This design comes from an exercise in tuning for small area, a short achievable clock period and few clock cycles per item on the open sky130 flow, not from production work. Only simulation tests tie the RTL to the original design; equivalence was not proved.

==> module intake_corr, before the edit <==
module intake_corr (
    input  wire        clk,
    input  wire        rst,
    input  wire [15:0] cfg_gain_l,
    input  wire [15:0] cfg_gain_s,
    input  wire [15:0] cfg_ratio,
    input  wire [15:0] cfg_satlo,
    input  wire [3:0]  cfg_bw,
    input  wire [3:0]  cfg_os,
    input  wire [3:0]  cfg_gs,
    input  wire        in_valid,
    output wire        in_ready,
    input  wire [15:0] in_long,
    input  wire [15:0] in_short,
    input  wire [15:0] in_dark,
    input  wire [15:0] in_gain,
    output wire        out_valid,
    input  wire        out_ready,
    output wire [15:0] out_pix
);
    reg [15:0] c_gl, c_gs, c_satlo;
    reg [3:0]  c_bw, c_os, c_gsh;
    reg [7:0]  c_rl;       
    reg [14:0] c_rflat;    
    always @(posedge clk) begin
        c_gl    <= cfg_gain_l;
        c_gs    <= cfg_gain_s;
        c_satlo <= cfg_satlo;
        c_bw    <= cfg_bw;
        c_os    <= cfg_os;
        c_gsh   <= cfg_gs;
        c_rl    <= (9'd1 << cfg_os) >> 1;
        c_rflat <= (16'd1 << cfg_gs) >> 1;
    end
    wire [8:0]  c_osh  = 9'd1 << c_os;                     
    wire [8:0]  c_osk  = 9'h1FF << c_os;                   
    wire [15:0] c_gsk  = 16'hFFFF << c_gsh;                
    wire [15:0] himask = 16'hFFFF << c_bw;                 
    wire [3:0]  c_wsh  = 4'd12 - c_bw;
    wire [15:0] c_r7m  = {~c_osk, 7'h7F};                  
    wire [27:0] c_r19  = {c_osh, 19'd0} | 28'd2048;        
    reg        en;                  
    reg        v0, v1, v2, v3;      
    reg        va, vb;              
    reg        bl2;                 
    reg  [1:0] bs;                  
    wire       bl1;
    wire       push = en && v3;
    wire       pop  = va && out_ready;
    wire       nva  = (!va || pop) ? (vb || push) : 1'b1;
    wire       nvb  = (!va || pop) ? 1'b0 : (vb || push);
    wire       bwork = v2 && bl2 && (bs != 2'd2);
    wire [1:0] nbs  = en ? 2'd0 : (bwork ? bs + 2'd1 : bs);
    wire       nv2  = en ? v1 : v2;
    wire       nbl  = en ? bl1 : bl2;
    wire       nstall = nv2 && nbl && (nbs != 2'd2);
    always @(posedge clk) begin
        if (rst) begin
            {v0, v1, v2, v3} <= 4'd0;
            va <= 1'b0;
            vb <= 1'b0;
            en <= 1'b1;
            bs <= 2'd0;
        end else begin
            if (en) begin
                v0 <= in_valid; v1 <= v0; v2 <= v1; v3 <= v2;
            end
            va <= nva;
            vb <= nvb;
            bs <= nbs;
            en <= !(nva && nvb) && !nstall;
        end
    end
    assign in_ready  = en;
    assign out_valid = va;
    reg [15:0] l0, s0, d0, g0;
    always @(posedge clk) if (en) begin
        l0 <= in_long; s0 <= in_short; d0 <= in_dark; g0 <= in_gain;
    end
    wire [31:0] pl, ps;
    mul_gain u_gl (.a(l0), .b(c_gl), .p(pl));     
    mul_gain u_gs (.a(s0), .b(c_gs), .p(ps));
    wire [15:0] gl = (|pl[31:28]) ? 16'hFFFF : pl[27:12];
    wire [15:0] gs = (|ps[31:28]) ? 16'hFFFF : ps[27:12];
    reg  [15:0] l1, s1, d1, g1;
    always @(posedge clk) if (en) begin
        l1 <= gl; s1 <= gs; d1 <= d0; g1 <= g0;
    end
    reg  [33:0] acc;                
    reg  [15:0] l2, d2, g2;
    reg  [11:0] w2;
    reg         lo2, ss2;
    reg  [17:0] ma;                 
    reg  [15:0] mb;
    wire [16:0] wl  = {1'b0, l1} - {1'b0, c_satlo};
    wire        lt  = wl[16];                           
    wire        ge  = !lt && (|(wl[15:0] & himask));    
    wire        ss  = s1 >= c_satlo;
    wire [11:0] wd  = wl[11:0] << c_wsh;                
    assign      bl1 = v1 && !lt && !ge && !ss;
    wire        st1 = v2 && bl2 && (bs == 2'd0);
    wire        st2 = v2 && bl2 && (bs == 2'd1);
    wire [33:0] mc = st2 ? {14'd0, l2, 4'd0} : st1 ? {6'd0, c_r19} :
                     bl1 ? {10'h3FF, ~l1, 8'hFF} : {18'd0, c_r7m};
    wire [15:0] md = st2 ? acc[15:0] : st1 ? 16'd0 : 16'd1;
    wire [33:0] mp;
    mul_sr u_sr (.a(ma), .b(mb), .c(mc), .d(md), .p(mp));
    always @(posedge clk) begin
        if (en) begin
            acc <= mp;
            l2 <= l1; w2 <= wd; lo2 <= lt; ss2 <= ss; bl2 <= bl1; d2 <= d1; g2 <= g1;
        end else if (bwork) begin
            if (bs == 2'd0) acc[15:0] <= mp[31:16];         
            else            acc <= {mp[29:0], 4'd0};        
        end
    end
    always @(posedge clk) begin
        if (en) begin
            ma <= bl1 ? {2'b00, mp[15:0]} : {2'b00, gs};
            mb <= bl1 ? {4'd0, wd} : cfg_ratio;
        end else if (st1) begin
            ma <= acc[33:16];
        end else begin
            ma <= {2'b00, s1};
            mb <= cfg_ratio;
        end
    end
    wire [16:0] lr  = {1'b0, l2} + {9'd0, c_rl};
    wire [24:0] xs  = lo2 ? {8'd0, lr >> c_os} : (acc[32:8] >> c_os);
    wire        xo  = !lo2 && (|(acc[32:24] & c_osk));
    wire [15:0] xm  = (ss2 || xo) ? 16'hFFFF : xs[15:0];
    wire [15:0] sub = (xm > d2) ? (xm - d2) : 16'd0;
    reg  [15:0] u3, g3;
    always @(posedge clk) if (en) begin
        u3 <= sub; g3 <= g2;
    end
    wire [31:0] fp;
    mul_flat u_fl (.a(u3), .b(g3), .c(c_rflat), .p(fp));
    wire [31:0] fr  = fp >> c_gsh;
    wire        fo_sat = |(fp[31:16] & c_gsk);
    wire [15:0] fo  = fo_sat ? 16'hFFFF : fr[15:0];
    reg  [15:0] q0, q1;
    reg         wp, rp;
    always @(posedge clk) begin
        if (rst) begin
            wp <= 1'b0;
            rp <= 1'b0;
        end else begin
            if (push) wp <= !wp;
            if (pop)  rp <= !rp;
        end
        if (push && !wp) q0 <= fo;
        if (push &&  wp) q1 <= fo;
    end
    assign out_pix = rp ? q1 : q0;
endmodule
==> module csa_nha, before the edit <==
module csa_nha (input wire a, input wire b, output wire s, output wire co);
    assign s  = ~(a ^ b);
    assign co = a | b;
endmodule
Settings: LEC_CHECK=0, CAP_MARGIN=20, CORE_MARGIN=2, CORE_UTILIZATION=40, SLEW_MARGIN=20, SYNTH_HIERARCHICAL=1, SYNTH_MINIMUM_KEEP_SIZE=0; clock period 22.0 ns.
standard.sh (not shown) runs the stock make flow with config.mk's settings and CLKGATE_MAP_FILE= SYNTH_SCRIPT=/design/flow/synth_recipe.tcl, a recipe that flattens the netlist after the stock synthesis.
==> flow/flow/run.sh <==
#!/bin/bash
# The standard layout (standard.sh: the standard flow's synthesis and ORFS flow, unchanged
# settings), with ORFS's timing repair asked to keep 15 ns of setup slack at
# the design's 22 ns clock, so that it speeds up the slowest paths.
set -eo pipefail
bash standard.sh SETUP_SLACK_MARGIN=15 finish > standard.log 2>&1
Testbench counts at the start, summed over its fixed seeds: cycles 65,612, items 64,000.
Edit:
--- a/flow/design.v
+++ b/flow/design.v
@@ -20,8 +20,6 @@
 );
     reg [15:0] c_gl, c_gs, c_satlo;
     reg [3:0]  c_bw, c_os, c_gsh;
-    reg [7:0]  c_rl;       
-    reg [14:0] c_rflat;    
     always @(posedge clk) begin
         c_gl    <= cfg_gain_l;
         c_gs    <= cfg_gain_s;
@@ -29,16 +27,17 @@
         c_bw    <= cfg_bw;
         c_os    <= cfg_os;
         c_gsh   <= cfg_gs;
-        c_rl    <= (9'd1 << cfg_os) >> 1;
-        c_rflat <= (16'd1 << cfg_gs) >> 1;
     end
-    wire [8:0]  c_osh  = 9'd1 << c_os;                     
-    wire [8:0]  c_osk  = 9'h1FF << c_os;                   
-    wire [15:0] c_gsk  = 16'hFFFF << c_gsh;                
-    wire [15:0] himask = 16'hFFFF << c_bw;                 
-    wire [3:0]  c_wsh  = 4'd12 - c_bw;
-    wire [15:0] c_r7m  = {~c_osk, 7'h7F};                  
-    wire [27:0] c_r19  = {c_osh, 19'd0} | 28'd2048;        
+    wire [8:0]  osh     = 9'd1 << c_os;                         
+    wire [15:0] c_r7    = {osh, 7'd0};                          
+    wire [15:0] c_r7m   = c_r7 - 16'd1;
+    wire [27:0] c_r19   = {osh, 19'd0} | 28'd2048;              
+    wire [7:0]  c_rl    = osh[8:1];                             
+    reg  [14:0] c_rflat;                                        
+    wire [15:0] gsh     = 16'd1 << c_gsh;
+    always @(posedge clk) c_rflat <= gsh[15:1];                 
+    wire [15:0] himask  = 16'hFFFF << c_bw;                     
+    wire [3:0]  c_wsh   = 4'd12 - c_bw;
     reg        en;                  
     reg        v0, v1, v2, v3;      
     reg        va, vb;              
@@ -127,8 +126,7 @@
     end
     wire [16:0] lr  = {1'b0, l2} + {9'd0, c_rl};
     wire [24:0] xs  = lo2 ? {8'd0, lr >> c_os} : (acc[32:8] >> c_os);
-    wire        xo  = !lo2 && (|(acc[32:24] & c_osk));
-    wire [15:0] xm  = (ss2 || xo) ? 16'hFFFF : xs[15:0];
+    wire [15:0] xm  = (ss2 || (|xs[24:16])) ? 16'hFFFF : xs[15:0];
     wire [15:0] sub = (xm > d2) ? (xm - d2) : 16'd0;
     reg  [15:0] u3, g3;
     always @(posedge clk) if (en) begin
@@ -137,22 +135,13 @@
     wire [31:0] fp;
     mul_flat u_fl (.a(u3), .b(g3), .c(c_rflat), .p(fp));
     wire [31:0] fr  = fp >> c_gsh;
-    wire        fo_sat = |(fp[31:16] & c_gsk);
-    wire [15:0] fo  = fo_sat ? 16'hFFFF : fr[15:0];
-    reg  [15:0] q0, q1;
-    reg         wp, rp;
+    wire [15:0] fo  = (|fr[31:16]) ? 16'hFFFF : fr[15:0];
+    reg  [15:0] qa, qb;
     always @(posedge clk) begin
-        if (rst) begin
-            wp <= 1'b0;
-            rp <= 1'b0;
-        end else begin
-            if (push) wp <= !wp;
-            if (pop)  rp <= !rp;
-        end
-        if (push && !wp) q0 <= fo;
-        if (push &&  wp) q1 <= fo;
+        if (!va || pop) qa <= vb ? qb : fo;
+        if (en) qb <= fo;
     end
-    assign out_pix = rp ? q1 : q0;
+    assign out_pix = qa;
 endmodule
 module mul_gain (input wire [15:0] a, input wire [15:0] b, output wire [31:0] p);
     wire t1 = (a[0] & b[0]);
@@ -2454,7 +2443,3 @@
     assign s  = a ^ b;
     assign co = a & b;
 endmodule
-module csa_nha (input wire a, input wire b, output wire s, output wire co);
-    assign s  = ~(a ^ b);
-    assign co = a | b;
-endmodule
After rerunning: The changed run went through all stages and came out clean; global-route usage shrinks by 0.11 points; die area drops slightly; register-to-register slack is worse by 0.17 ns; worst hold slack stays flat; maximum frequency came out lower by a few percent.
Testbench counts after the change, summed over its fixed seeds: cycles 65,612, items 64,000.

[afterwards: timing with drivers on the ports]
Ports are ideal in the flow. The routed layouts listed here were re-timed in OpenROAD. Step 1, drivers: a clkbuf_16 drives clk and a buf_2 each remaining input, both assumed. Step 2, shift: input delay + t, output delay - t, t = (earliest + latest rising clock arrival at the registers) / 2. This alone moves slack from input paths to output paths. Slacks: ideal / step 1 / step 2; pairs: ideal / step 1.
run	t (ns)	setup WS [ns]	worst setup path after step 2	latest minus earliest clock arrival (ns)	cell pins on the clock port's net
the first run	0.693	15.210 / 15.137 / 15.228	register to register	0.039 / 0.039	1
the second run	0.719	15.057 / 15.057 / 15.057	register to register	0.063 / 0.064	1
After both steps every run listed still meets setup and hold.
